This design comes from an exercise in tuning for small area, a short achievable clock period and few clock cycles per item on the open sky130 flow, not from production work.
At most, simulation tests tie the RTL to the original design; equivalence was not proved.

Design aes_encrypt_core, start of the top module:
module aes_encrypt_core (
    input  wire         clk,
    input  wire         rst,         
    input  wire         start,
    input  wire         key_256,     
    input  wire [255:0] key,
    input  wire [127:0] block_in,
    output wire         ready,
    output wire         done,
    output wire [127:0] block_out
);
Size: ~7,200 cells after synthesis, about 520 I/O pins, ~66,000 sq um of cells after synthesis.
==> module aes_encrypt_core, before the edit <==
module aes_encrypt_core (
    input  wire         clk,
    input  wire         rst,         
    input  wire         start,
    input  wire         key_256,     
    input  wire [255:0] key,
    input  wire [127:0] block_in,
    output wire         ready,
    output wire         done,
    output wire [127:0] block_out
);
    reg [127:0] m1;          
    reg [127:0] ka1;         
    reg [127:0] kb1;         
    reg [7:0]   rcon1;       
    reg [3:0]   rnd1;
    reg         mode1;       
    reg         rot1;        
    reg         v1;          
    reg [223:0] d2;          
    reg [55:0]  kc2;         
    reg [127:0] ka2;
    reg [127:0] kb2;
    reg [7:0]   rcon2;       
    reg [7:0]   rcon_n2;     
    reg [3:0]   rnd2;
    reg         mode2;
    reg         last2;       
    reg         v2;
    reg [127:0] result;
    reg         done_q;
    reg         ready_q;
    wire ld     = !v2 || last2;
    wire accept = start && ready_q;
    function [7:0] xtime;
        input [7:0] b;
        begin
            xtime = {b[6:0], 1'b0} ^ (b[7] ? 8'h1b : 8'h00);
        end
    endfunction
    wire [127:0] x1;
    aes_xor128 u_ark (.a(m1), .b(ka1), .y(x1));
    wire [223:0] d1;
    aes_round_a u_round_a (.in(x1), .cut(d1));
    wire [31:0] kw1 = !mode1         ? {ka1[23:0], ka1[31:24]} :
                      rot1           ? {kb1[23:0], kb1[31:24]} : kb1[31:0];
    wire [55:0] kc1;
    aes_key_expand_a u_key_a (.word(kw1), .cut(kc1));
    wire last1 = (rnd1 == (mode1 ? 4'd14 : 4'd10));
    always @(posedge clk) begin
        d2      <= d1;
        kc2     <= kc1;
        ka2     <= ka1;
        kb2     <= kb1;
        rcon2   <= rot1 ? rcon1 : 8'h00;
        rcon_n2 <= rot1 ? xtime(rcon1) : rcon1;
        rnd2    <= rnd1;
        mode2   <= mode1;
        last2   <= last1;
    end
    wire [127:0] shifted, mixed;
    aes_round_b u_round_b (.cut(d2), .shifted(shifted), .mixed(mixed));
    wire [127:0] ke_pre;
    wire [31:0]  ke_sub;
    aes_key_expand_b u_key_b (.cut(kc2), .base(ka2), .rcon(rcon2), .pre(ke_pre), .sub(ke_sub));
    wire [127:0] rk_pre = mode2 ? kb2 : ke_pre;
    wire [31:0]  sub_rk, sub_ka1, sub_kb1;
    aes_and32 u_sub_rk  (.a(ke_sub), .en(!mode2), .y(sub_rk));
    aes_and32 u_sub_ka1 (.a(ke_sub), .en(!(ld || mode2)), .y(sub_ka1));
    aes_and32 u_sub_kb1 (.a(ke_sub), .en(!ld), .y(sub_kb1));
    wire [127:0] res_pre, res2;
    aes_xor128 u_res_pre (.a(shifted), .b(rk_pre), .y(res_pre));
    aes_xor128 u_res     (.a(res_pre), .b({4{sub_rk}}), .y(res2));
    wire [127:0] ka1_d, kb1_d;
    aes_xor128 u_ka1 (.a(ld ? key[255:128] : rk_pre), .b({4{sub_ka1}}), .y(ka1_d));
    aes_xor128 u_kb1 (.a(ld ? key[127:0] : ke_pre), .b({4{sub_kb1}}), .y(kb1_d));
    always @(posedge clk) begin
        result <= res2;
        ka1    <= ka1_d;
        kb1    <= kb1_d;
        if (ld) begin
            m1    <= block_in;
            rcon1 <= 8'h01;
            rnd1  <= 4'd1;
            mode1 <= key_256;
            rot1  <= 1'b1;
        end else begin
            m1    <= mixed;
            rcon1 <= rcon_n2;
            rnd1  <= rnd2 + 4'd1;
            mode1 <= mode2;
            rot1  <= !mode2 || !rnd2[0];
        end
    end
    wire       v1_n    = ld ? accept : v2;
    wire       mode1_n = ld ? key_256 : mode2;
    wire [3:0] rnd1_n  = ld ? 4'd1 : rnd2 + 4'd1;
    wire       ready_n = (!v1 || last1) && (!v1_n || !mode1_n || rnd1_n >= 4'd5);
    always @(posedge clk) begin
        if (rst) begin
            v1      <= 1'b0;
            v2      <= 1'b0;
            done_q  <= 1'b0;
            ready_q <= 1'b1;
        end else begin
            v1      <= v1_n;
            v2      <= v1;
            done_q  <= v2 && last2;
            ready_q <= ready_n;
        end
    end
    assign ready     = ready_q;
    assign done      = done_q;
    assign block_out = result;
endmodule
==> module aes_and32, before the edit <==
module aes_and32 (
    input  wire [31:0] a,
    input  wire        en,
    output wire [31:0] y
);
    assign y = a & {32{en}};
endmodule
==> flow/config.mk <==
export PLATFORM = sky130hd
export DESIGN_NAME = aes_encrypt_core
export DESIGN_NICKNAME = aes_encrypt_core
export VERILOG_FILES = /design/flow/design.v
export SDC_FILE = /design/flow/constraint.sdc
export NUM_CORES = 4
export LEC_CHECK = 0
export CAP_MARGIN = 20
export CORE_MARGIN = 2
export CORE_UTILIZATION = 50
export CTS_BUF_LIST = sky130_fd_sc_hd__clkbuf_8
export CTS_CLUSTER_SIZE = 30
export PLACE_DENSITY = 0.6
export SETUP_SLACK_MARGIN = 2.5
export SLEW_MARGIN = 20
export SYNTH_HIERARCHICAL = 1
export SYNTH_MINIMUM_KEEP_SIZE = 0
==> flow/constraint.sdc <==
create_clock -name core_clock -period 6.0 [get_ports {clk}]
set_input_delay 1.2000 -clock core_clock [delete_from_list [all_inputs] [get_ports {clk}]]
set_output_delay 1.2000 -clock core_clock [all_outputs]
set_load 0.01 [all_outputs]
standard.sh (not shown) runs the stock make flow with config.mk's settings and CLKGATE_MAP_FILE= SYNTH_SCRIPT=/design/flow/synth_recipe.tcl, a recipe that flattens the netlist after the stock synthesis.
==> flow/flow/run.sh <==
#!/bin/bash
# The standard layout (standard.sh, unchanged synthesis), with the input and
# output port buffers made from the smallest buffer cell.
set -euo pipefail
export BUFFER_PORTS_ARGS="-buffer_cell sky130_fd_sc_hd__buf_1"
bash standard.sh > standard.log 2>&1
==> next run, changes <==
--- a/flow/design.v
+++ b/flow/design.v
@@ -353,29 +353,24 @@
     wire [127:0] ke_pre;
     wire [31:0]  ke_sub;
     aes_key_expand_b u_key_b (.cut(kc2), .base(ka2), .rcon(rcon2), .pre(ke_pre), .sub(ke_sub));
+    wire [127:0] ke_next = ke_pre ^ {4{ke_sub}};
     wire [127:0] rk_pre = mode2 ? kb2 : ke_pre;
-    wire [31:0]  sub_rk, sub_ka1, sub_kb1;
-    aes_and32 u_sub_rk  (.a(ke_sub), .en(!mode2), .y(sub_rk));
-    aes_and32 u_sub_ka1 (.a(ke_sub), .en(!(ld || mode2)), .y(sub_ka1));
-    aes_and32 u_sub_kb1 (.a(ke_sub), .en(!ld), .y(sub_kb1));
-    wire [127:0] res_pre, res2;
-    aes_xor128 u_res_pre (.a(shifted), .b(rk_pre), .y(res_pre));
-    aes_xor128 u_res     (.a(res_pre), .b({4{sub_rk}}), .y(res2));
-    wire [127:0] ka1_d, kb1_d;
-    aes_xor128 u_ka1 (.a(ld ? key[255:128] : rk_pre), .b({4{sub_ka1}}), .y(ka1_d));
-    aes_xor128 u_kb1 (.a(ld ? key[127:0] : ke_pre), .b({4{sub_kb1}}), .y(kb1_d));
+    wire [127:0] rk_sub = mode2 ? 128'd0 : {4{ke_sub}};
+    wire [127:0] res2 = (shifted ^ rk_pre) ^ rk_sub;
     always @(posedge clk) begin
         result <= res2;
-        ka1    <= ka1_d;
-        kb1    <= kb1_d;
         if (ld) begin
             m1    <= block_in;
+            ka1   <= key[255:128];
+            kb1   <= key[127:0];
             rcon1 <= 8'h01;
             rnd1  <= 4'd1;
             mode1 <= key_256;
             rot1  <= 1'b1;
         end else begin
             m1    <= mixed;
+            ka1   <= rk_pre ^ rk_sub;
+            kb1   <= ke_next;
             rcon1 <= rcon_n2;
             rnd1  <= rnd2 + 4'd1;
             mode1 <= mode2;
@@ -410,10 +405,3 @@
 );
     assign y = a ^ b;
 endmodule
-module aes_and32 (
-    input  wire [31:0] a,
-    input  wire        en,
-    output wire [31:0] y
-);
-    assign y = a & {32{en}};
-endmodule
Result:
- The new run went through all stages and came out clean
- non-clock buffer count came out lower by 19
- core utilization came out higher by 0.27 points
- fmax came out lower by 1.4%
- critical path depth came out lower by 1
- worst setup slack degrades by 50 ps
- flip-flop and latch count is unchanged
- global-route usage came out lower by 0.46 points
- final area came out lower by 5.3%
- hold slack improves by 15 ps
- die area came out lower by 5.5%
- count of clock-buffer cells in the layout came out lower by 2
Testbench counts after the change, summed over its fixed seeds: cycles 29,754, items 2,400.
For the first run of this note, only the layout was checked, not whether the RTL still works.

==> separate check: timing with driven ports <==
How much do the figures lean on ideal ports? The routed layouts below were timed once more, with nothing changed but the port constraints. Step 1 sets driving cells, clkbuf_16 on the clock port and buf_2 on the other inputs (assumed; they add their load-dependent delay and slew). Step 2 adds t to the input delays and takes it off the output delays; t is the mean of the earliest and latest rising clock arrival at the registers after step 1. Input paths then give back, and output paths get back, about the clock's delay inside the block. Three values: ideal ports, drivers, drivers and shift; two values: the first two.
| run | t (ns) | setup slack, ns | slew at the worst register clock pin (ns) |
|---|---|---|---|
| the first run | 1.011 | 2.494 / 2.494 / 2.494 | 0.07 / 0.07 |
| the second run | 0.967 | 2.444 / 2.444 / 2.444 | 0.07 / 0.07 |
After both steps every run listed still meets setup and hold.
